Background: an optimization exercise with open tools, aiming at small area, a short achievable clock period and few clock cycles per item. Do not read the settings as production practice. The RTL of this run was laid out without a check of its function. Power is estimated from default activity; no workload was simulated.

==> flow/design.v <==
module sha2_krom (
    input  wire [6:0]  t,
    output reg  [63:0] k
);
    always @(*) begin
        case (t)
            7'd0: k = 64'h428a2f98d728ae22;
            7'd1: k = 64'h7137449123ef65cd;
            7'd2: k = 64'hb5c0fbcfec4d3b2f;
            7'd3: k = 64'he9b5dba58189dbbc;
            7'd4: k = 64'h3956c25bf348b538;
            7'd5: k = 64'h59f111f1b605d019;
            7'd6: k = 64'h923f82a4af194f9b;
            7'd7: k = 64'hab1c5ed5da6d8118;
            7'd8: k = 64'hd807aa98a3030242;
            7'd9: k = 64'h12835b0145706fbe;
            7'd10: k = 64'h243185be4ee4b28c;
            7'd11: k = 64'h550c7dc3d5ffb4e2;
            7'd12: k = 64'h72be5d74f27b896f;
            7'd13: k = 64'h80deb1fe3b1696b1;
            7'd14: k = 64'h9bdc06a725c71235;
            7'd15: k = 64'hc19bf174cf692694;
            7'd16: k = 64'he49b69c19ef14ad2;
            7'd17: k = 64'hefbe4786384f25e3;
            7'd18: k = 64'h0fc19dc68b8cd5b5;
            7'd19: k = 64'h240ca1cc77ac9c65;
            7'd20: k = 64'h2de92c6f592b0275;
            7'd21: k = 64'h4a7484aa6ea6e483;
            7'd22: k = 64'h5cb0a9dcbd41fbd4;
            7'd23: k = 64'h76f988da831153b5;
            7'd24: k = 64'h983e5152ee66dfab;
            7'd25: k = 64'ha831c66d2db43210;
            7'd26: k = 64'hb00327c898fb213f;
            7'd27: k = 64'hbf597fc7beef0ee4;
            7'd28: k = 64'hc6e00bf33da88fc2;
            7'd29: k = 64'hd5a79147930aa725;
            7'd30: k = 64'h06ca6351e003826f;
            7'd31: k = 64'h142929670a0e6e70;
            7'd32: k = 64'h27b70a8546d22ffc;
            7'd33: k = 64'h2e1b21385c26c926;
            7'd34: k = 64'h4d2c6dfc5ac42aed;
            7'd35: k = 64'h53380d139d95b3df;
            7'd36: k = 64'h650a73548baf63de;
            7'd37: k = 64'h766a0abb3c77b2a8;
            7'd38: k = 64'h81c2c92e47edaee6;
            7'd39: k = 64'h92722c851482353b;
            7'd40: k = 64'ha2bfe8a14cf10364;
            7'd41: k = 64'ha81a664bbc423001;
            7'd42: k = 64'hc24b8b70d0f89791;
            7'd43: k = 64'hc76c51a30654be30;
            7'd44: k = 64'hd192e819d6ef5218;
            7'd45: k = 64'hd69906245565a910;
            7'd46: k = 64'hf40e35855771202a;
            7'd47: k = 64'h106aa07032bbd1b8;
            7'd48: k = 64'h19a4c116b8d2d0c8;
            7'd49: k = 64'h1e376c085141ab53;
            7'd50: k = 64'h2748774cdf8eeb99;
            7'd51: k = 64'h34b0bcb5e19b48a8;
            7'd52: k = 64'h391c0cb3c5c95a63;
            7'd53: k = 64'h4ed8aa4ae3418acb;
            7'd54: k = 64'h5b9cca4f7763e373;
            7'd55: k = 64'h682e6ff3d6b2b8a3;
            7'd56: k = 64'h748f82ee5defb2fc;
            7'd57: k = 64'h78a5636f43172f60;
            7'd58: k = 64'h84c87814a1f0ab72;
            7'd59: k = 64'h8cc702081a6439ec;
            7'd60: k = 64'h90befffa23631e28;
            7'd61: k = 64'ha4506cebde82bde9;
            7'd62: k = 64'hbef9a3f7b2c67915;
            7'd63: k = 64'hc67178f2e372532b;
            7'd64: k = 64'hca273eceea26619c;
            7'd65: k = 64'hd186b8c721c0c207;
            7'd66: k = 64'heada7dd6cde0eb1e;
            7'd67: k = 64'hf57d4f7fee6ed178;
            7'd68: k = 64'h06f067aa72176fba;
            7'd69: k = 64'h0a637dc5a2c898a6;
            7'd70: k = 64'h113f9804bef90dae;
            7'd71: k = 64'h1b710b35131c471b;
            7'd72: k = 64'h28db77f523047d84;
            7'd73: k = 64'h32caab7b40c72493;
            7'd74: k = 64'h3c9ebe0a15c9bebc;
            7'd75: k = 64'h431d67c49c100d4c;
            7'd76: k = 64'h4cc5d4becb3e42b6;
            7'd77: k = 64'h597f299cfc657e2a;
            7'd78: k = 64'h5fcb6fab3ad6faec;
            7'd79: k = 64'h6c44198c4a475817;
            default: k = 64'h0;
        endcase
    end
endmodule
module sha2_core (
    input  wire         clk,
    input  wire         rst,         
    input  wire         in_valid,
    output wire         in_ready,
    input  wire [63:0]  in_data,
    input  wire         in_first,    
    input  wire [1:0]   in_mode,     
    output reg          out_valid,
    output wire [511:0] digest
);
    function [63:0] ivf;
        input       m256;
        input       m384;
        input [2:0] i;
        reg   [63:0] v512, v384;
        begin
            case (i)
                3'd0: begin v512 = 64'h6a09e667f3bcc908; v384 = 64'hcbbb9d5dc1059ed8; end
                3'd1: begin v512 = 64'hbb67ae8584caa73b; v384 = 64'h629a292a367cd507; end
                3'd2: begin v512 = 64'h3c6ef372fe94f82b; v384 = 64'h9159015a3070dd17; end
                3'd3: begin v512 = 64'ha54ff53a5f1d36f1; v384 = 64'h152fecd8f70e5939; end
                3'd4: begin v512 = 64'h510e527fade682d1; v384 = 64'h67332667ffc00b31; end
                3'd5: begin v512 = 64'h9b05688c2b3e6c1f; v384 = 64'h8eb44a8768581511; end
                3'd6: begin v512 = 64'h1f83d9abfb41bd6b; v384 = 64'hdb0c2e0d64f98fa7; end
                default: begin v512 = 64'h5be0cd19137e2179; v384 = 64'h47b5481dbefa4fa4; end
            endcase
            if (m384)
                ivf = v384;
            else if (m256)
                ivf = {v512[63:32], v512[63:32]};
            else
                ivf = v512;
        end
    endfunction
    reg         run;         
    reg         fin;         
    reg  [6:0]  t;           
    reg         cur256, cur384, cur_first;    
    reg         nxt256, nxt384, nxt_first;    
    reg  [4:0]  cnt;         
    reg         half;        
    reg  [63:0] a, b, c, d, e, f, g, h;
    reg  [63:0] H [0:7];
    reg  [63:0] w [0:15];
    reg  [63:0] kr;          
    assign digest = {H[0], H[1], H[2], H[3], H[4], H[5], H[6], H[7]};
    wire in_tail  = cur256 ? (t[6:4] == 3'b011) : t[6];           
    wire last     = in_tail & (t[3:0] == 4'hf);
    wire tail3    = in_tail & t[3] & t[2] & (t[1] | t[0]);        
    wire started  = (cnt != 5'd0);
    wire full     = cnt[4];
    assign in_ready = (run ? in_tail : ~full) & ~half;
    wire beat     = in_valid & in_ready;
    wire beat256  = started ? nxt256 : (in_mode == 2'd0);
    wire split    = half;                     
    wire push     = beat | split;
    wire stall    = run & started & ~half & ~in_valid;
    wire adv      = run & ~stall;
    wire shift    = run ? adv : push;
    wire go       = ~run & (full | (cnt == 5'd15 && push));
    wire ld_iv    = ~run & started & nxt_first;
    wire ld_chain = fin & ~(started & nxt_first);
    wire chain_en = fin | (adv & tail3);
    wire [31:0] a32 = a[31:0];
    wire [31:0] e32 = e[31:0];
    wire [63:0] bs0_512 = {a[27:0], a[63:28]} ^ {a[33:0], a[63:34]} ^ {a[38:0], a[63:39]};
    wire [63:0] bs1_512 = {e[13:0], e[63:14]} ^ {e[17:0], e[63:18]} ^ {e[40:0], e[63:41]};
    wire [31:0] bs0_256 = {a32[1:0], a32[31:2]} ^ {a32[12:0], a32[31:13]} ^ {a32[21:0], a32[31:22]};
    wire [31:0] bs1_256 = {e32[5:0], e32[31:6]} ^ {e32[10:0], e32[31:11]} ^ {e32[24:0], e32[31:25]};
    wire [63:0] bs0 = {bs0_512[63:32], cur256 ? bs0_256 : bs0_512[31:0]};
    wire [63:0] bs1 = {bs1_512[63:32], cur256 ? bs1_256 : bs1_512[31:0]};
    wire [63:0] ch  = (e & f) | (~e & g);
    wire [63:0] maj = (a & b) | (a & c) | (b & c);
    wire [63:0] x1s = h ^ kr ^ w[0];
    wire [63:0] x1c = {((h & kr) | (h & w[0]) | (kr & w[0])), 1'b0} ;
    wire [63:0] x2s = x1s ^ x1c ^ ch;
    wire [63:0] x2c = {((x1s & x1c) | (x1s & ch) | (x1c & ch)), 1'b0};
    wire [63:0] x3s = x2s ^ x2c ^ d;
    wire [63:0] x3c = {((x2s & x2c) | (x2s & d) | (x2c & d)), 1'b0};
    wire [63:0] x4s = x3s ^ x3c ^ bs1;
    wire [63:0] x4c = {((x3s & x3c) | (x3s & bs1) | (x3c & bs1)), 1'b0};
    wire [63:0] e_new = x4s + x4c;
    wire [63:0] y1s = bs1 ^ bs0 ^ maj;
    wire [63:0] y1c = {((bs1 & bs0) | (bs1 & maj) | (bs0 & maj)), 1'b0};
    wire [63:0] y2s = x2s ^ x2c ^ y1s;
    wire [63:0] y2c = {((x2s & x2c) | (x2s & y1s) | (x2c & y1s)), 1'b0};
    wire [63:0] y3s = y2s ^ y2c ^ y1c;
    wire [63:0] y3c = {((y2s & y2c) | (y2s & y1c) | (y2c & y1c)), 1'b0};
    wire [63:0] a_new = y3s + y3c;
    wire [63:0] w1  = w[1];
    wire [63:0] w14 = w[14];
    wire [31:0] w1_32  = w1[31:0];
    wire [31:0] w14_32 = w14[31:0];
    wire [63:0] ss0_512 = {w1[0:0], w1[63:1]} ^ {w1[7:0], w1[63:8]} ^ (w1 >> 7);
    wire [63:0] ss1_512 = {w14[18:0], w14[63:19]} ^ {w14[60:0], w14[63:61]} ^ (w14 >> 6);
    wire [31:0] ss0_256 = {w1_32[6:0], w1_32[31:7]} ^ {w1_32[17:0], w1_32[31:18]} ^ (w1_32 >> 3);
    wire [31:0] ss1_256 = {w14_32[16:0], w14_32[31:17]} ^ {w14_32[18:0], w14_32[31:19]} ^ (w14_32 >> 10);
    wire [63:0] ss0 = {ss0_512[63:32], cur256 ? ss0_256 : ss0_512[31:0]};
    wire [63:0] ss1 = {ss1_512[63:32], cur256 ? ss1_256 : ss1_512[31:0]};
    wire [63:0] z1s = ss1 ^ ss0 ^ w[9];
    wire [63:0] z1c = {((ss1 & ss0) | (ss1 & w[9]) | (ss0 & w[9])), 1'b0};
    wire [63:0] z2s = z1s ^ z1c ^ w[0];
    wire [63:0] z2c = {((z1s & z1c) | (z1s & w[0]) | (z1c & w[0])), 1'b0};
    wire [63:0] w_next = z2s + z2c;
    wire [6:0]  kaddr = run ? (t + 7'd1) : 7'd0;
    wire [63:0] krom;
    sha2_krom u_krom (.t(kaddr), .k(krom));
    wire        k256 = run ? cur256 : nxt256;
    wire [63:0] k_next = {krom[63:32], k256 ? krom[63:32] : krom[31:0]};
    wire [1:0]  cidx = 2'd0 - t[1:0];         
    wire [63:0] hop_a = cur_first ? ivf(cur256, cur384, {1'b0, cidx}) : H[3];
    wire [63:0] hop_e = cur_first ? ivf(cur256, cur384, {1'b1, cidx}) : H[7];
    wire [63:0] sum_a = hop_a + a;
    wire [63:0] sum_e = hop_e + e;
    integer i;
    always @(posedge clk) begin
        if (rst) begin
            run       <= 1'b0;
            fin       <= 1'b0;
            t         <= 7'd0;
            cnt       <= 5'd0;
            half      <= 1'b0;
            out_valid <= 1'b0;
        end else begin
            out_valid <= fin;
            fin       <= adv & last;
            if (adv)
                t <= last ? 7'd0 : t + 7'd1;
            if (go)
                run <= 1'b1;
            else if (adv & last)
                run <= 1'b0;
            if (go)
                cnt <= 5'd0;
            else if (push & (run ? adv : 1'b1))
                cnt <= cnt + 5'd1;
            if (beat & beat256)
                half <= 1'b1;
            else if (split)
                half <= 1'b0;
        end
        if (beat & ~started) begin
            nxt256    <= (in_mode == 2'd0);
            nxt384    <= (in_mode == 2'd1);
            nxt_first <= in_first;
        end
        if (go) begin
            cur256    <= nxt256;
            cur384    <= nxt384;
            cur_first <= nxt_first;
        end
        if (adv | ~run)
            kr <= k_next;
        if (adv) begin
            a <= a_new; b <= a; c <= b; d <= c;
            e <= e_new; f <= e; g <= f; h <= g;
        end else if (ld_iv) begin
            a <= ivf(nxt256, nxt384, 3'd0);
            b <= ivf(nxt256, nxt384, 3'd1);
            c <= ivf(nxt256, nxt384, 3'd2);
            d <= ivf(nxt256, nxt384, 3'd3);
            e <= ivf(nxt256, nxt384, 3'd4);
            f <= ivf(nxt256, nxt384, 3'd5);
            g <= ivf(nxt256, nxt384, 3'd6);
            h <= ivf(nxt256, nxt384, 3'd7);
        end else if (ld_chain) begin
            a <= sum_a; b <= H[0]; c <= H[1]; d <= H[2];
            e <= sum_e; f <= H[4]; g <= H[5]; h <= H[6];
        end
        if (chain_en) begin
            H[0] <= sum_a; H[1] <= H[0]; H[2] <= H[1]; H[3] <= H[2];
            H[4] <= sum_e; H[5] <= H[4]; H[6] <= H[5]; H[7] <= H[6];
        end
        if (shift) begin
            for (i = 0; i < 14; i = i + 1)
                w[i] <= w[i+1];
            w[14] <= {w[15][63:32], split ? w[15][63:32] : w[15][31:0]};
            if (~split)
                w[15] <= beat ? in_data : w_next;
        end
    end
endmodule
==> flow/run.sh <==
#!/bin/bash
# synth_recipe.tcl (not shown) runs the flow's synth.tcl, then flattens the netlist and writes it again
# the make line also repeats each setting of config.mk as NAME=value (left out here)
make -C /OpenROAD-flow-scripts/flow DESIGN_CONFIG=/design/flow/config.mk WORK_HOME=/design/flow/orfs CLKGATE_MAP_FILE= SYNTH_SCRIPT=/design/flow/synth_recipe.tcl finish
==> flow/config.mk <==
export PLATFORM = sky130hd
export DESIGN_NAME = sha2_core
export DESIGN_NICKNAME = sha2_core
export VERILOG_FILES = /design/flow/design.v
export SDC_FILE = /design/flow/constraint.sdc
export NUM_CORES = 4
export LEC_CHECK = 0
export CAP_MARGIN = 20
export CORE_MARGIN = 2
export CORE_UTILIZATION = 30
export PLACE_DENSITY = 0.45
export SLEW_MARGIN = 20
export SYNTH_MEMORY_MAX_BITS = 16384
==> flow/constraint.sdc <==
create_clock -name core_clock -period 12.0 [get_ports {clk}]
set_input_delay 2.4000 -clock core_clock [delete_from_list [all_inputs] [get_ports {clk}]]
set_output_delay 2.4000 -clock core_clock [all_outputs]
set_load 0.01 [all_outputs]
==> notes.md <==
[routing by layer]
metal	wire length (µm)	up-vias	GRT usage, %
met4	29500	8	12.0
met3	40800	751	4.43
met2	282000	3948	46.3
met1	283000	47949	42.7
met5	56	-	0
li1	-	38221	-
[metrics by stage]
step                      worst slack, ns  std cells  power, W
after global placement               3.52      15967    0.0421
after global routing                 3.33      16434    0.0532
after floorplan                      1.17      10428    0.0303
after CTS                            3.76      16425    0.0502
after detailed placement             3.87      15969    0.0419
final                                3.52      16456    0.0504
[worst paths after layout]
kind	from	end	slack [ns]	depth (start not counted)
worst max-delay path	e[20]	a[60]	3.52	22
worst min-delay path	w[3][40]	w[2][40]	0.36	0
worst max register to register	e[20]	a[60]	3.52	22
worst min register to register	w[3][40]	w[2][40]	0.36	0
[power breakdown]
group | switching, W | internal, W
registers | 0.00103 | 0.00953
clock network | 0.00343 | 0.00457
logic | 0.0208 | 0.0110
[layout by cell type, fill, tap and decap left out, drive strengths merged, types with 43 or more instances in the layout]
master / instances
a211oi: 82
a21o: 266
a21oi: 920
a221o: 68
a221oi: 44
a22o: 80
a31oi: 108
and3: 59
buf: 260
clkbuf: 318
clkdlybuf4s50: 583
clkinv: 98
edfxtp: 2118
fa: 570
ha: 348
inv: 737
mux2: 60
mux2i: 76
nand2: 802
nand2b: 48
nand3: 144
nand4: 67
nor2: 612
nor2b: 43
nor3: 71
o211ai: 66
o21ai: 741
o21bai: 57
o22a: 86
xnor2: 642
xor2: 357
[logic make-up after synthesis]
logic type	count (synthesis)	synth area share (%)
simple gates	1968	7.05
fa+ha+maj	920	13.0
flops	2134	52.5
buf+inv	1428	4.44
compound gates	2842	14.6
mux	137	1.20
xor+xnor	999	7.19
[area by class of cell]
cell class	count	area (µm²)
Antenna cell	30	75.1
Clock inverter	138	1530
Sequential cell	2134	63900
Multi-Input combinational cell	6866	52800
Timing Repair Buffer	843	8030
Fill cell	39879	260000
Inverter	722	2710
Tap cell	5405	6760
Clock buffer	318	6900
[state kept, by name (all words and copies together), names as in the netlist, 5 cells and up]
| signal | cells |
|---|---|
| w | 1024 |
| H | 512 |
| a | 64 |
| b | 64 |
| c | 64 |
| d | 64 |
| e | 64 |
| f | 64 |
| g | 64 |
| h | 64 |
| kr | 64 |
| t | 7 |
| cnt | 5 |
==> metrics.csv <==
metric;value;unit
CTS resizes;0;
Final Cell Area;143000;µm²
Hold Crit Class;reg -> reg;
top cell type's share of synthesized area;52.3;%
Least-Margin Pin Slew;1.32;ns
min cycle time layout;8.48;ns
Max VDD drop;0.398;mV
Mapped Cells;10428;
IO buf count;583;
All-Layer GR Usage;30.2;%
Worst EP required;12.75;ns
DPL Wire Length;496000;µm
synth cell count leaders;edfxtp_1 (2118), a21oi_1 (918), nand2_1 (802);
CTS tree;built;
setup bufs post-CTS;0;
CP cell instances;xor2_1 > xnor2_1 > nor2_1 > a21oi_1 > fa_1 > fa_1 > inv_1 > fa_1 > ha_1 > inv_1 > fa_1 > nand2b_1 > a211oi_1 > o21ai_0 > o21ai_0 > a211oi_2 > a21oi_1 > a31oi_1 > o21ai_1 > a311oi_1 > or4_1 > nand3_1;
RSZ-0062 raised after global routing;false;
crit share post-route;70.6;%
Syn Std Cell Area;122000;µm²
final setup fails;0;
most frequent cell on the critical path;fa_1;
Final Util;35.4;%
initial core utilization;30.2;%
nets@finish;11818;
crit-path leading delay family;compound AO/OA/AOI/OAI gates;
post-synthesis cell type count;90;
Seq/Total Area, Yosys;52.5;%
CTS Buffer Depth;4;
initial antenna violation count;55;
Row Count;233;
total grt overflow;0;
maxcap violations;0;
first-pass GRT wire length;835000;µm
Die H;641;µm
Routed Wire Length;635000;µm
largest net degree at the start of global routing;198;
clock sinks;2134;
Top FF cell, synth;edfxtp_1;
DRT antenna net count;0;
area leader, netlist;edfxtp_1;
I/O Pins;584;
Layout area overhead;17.3;%
share of cells above drive strength 1;7.26;%
vias in the first global route;88906;
final hold slack;0.364;ns
max incr delay on CP;0.78;ns
Clock Root Buffer;clkbuf_16;
Critical Path Fanout Max;9;
Initial DRT Pass Iterations;6;
Post-CTS Hold Buffers;0;
Clock Latency Late Sink;0.97;ns
critical path launch point type;flip-flop;
Syn Area/Cell;11.7;µm²
P per Cell Area;353;nW/µm²
full die area;411000;µm²
FFs w/ async S/R, synth;0;%
Vias/cell;5.52;
average wire per cell in the routed design;38.6;µm
CP arrival;9.23;ns
synthesized net count;11416;
status;no timing/DRC/antenna violations;
worst path bufs/invs;2;
clk_skew;0.101;ns
Num CTS Buffers;263;
Pins Over Slew Limit;0;
critical path class;reg -> reg;
total number of vias;90877;
DRC Markers;0;
H-tree Lvls;5;
CP Capture Type;flip-flop;
die span in x;641;µm
setup tns final;0;ns
Final Hold Viols;0;
Area contributors post-synth;edfxtp_1 (52%), fa_1 (9.4%), xnor2_1 (4.6%), a21oi_1 (3.8%), ha_1 (3.6%);
Post-synth EDFFs;2118;
Initial DRC Count;10821;
synth warn;4;
Slew headroom;11.7;%
RePlAce Congestion;0.981;
Yosys reg bits;2134;
Worst-path clk slew;0.06;ns
core box area;403000;µm²
dpl cell area;134000;µm²
CP max-delay cell;edfxtp_1;
most instantiated library cell after synthesis;edfxtp_1;
Peak Freq;118;MHz
Leak;52.3;nW

## port drivers added, routing unchanged
Ports are ideal in the flow. The routed layout listed here was re-timed in OpenROAD.
Step 1 assumes that a clkbuf_16 drives the clock port and a buf_2 every other input.
Step 2 adds t to the input delays and takes it off the output delays; t is the mean of the earliest and latest rising clock arrival at the registers after step 1. Input paths then give back, and output paths get back, about the clock's delay inside the block.
Three values: no drivers, after step 1, after step 2; two values: the first two.
shift t [ns]: 1.024
setup WS [ns]: 3.525 / 3.525 / 3.525
hold WS [ns]: 0.364 / 0.364 / 0.364
After both steps this run still meets setup and hold. For this run, drivers alone change the setup slack by 0.000 ns; drivers and shift together by 0.000 ns.
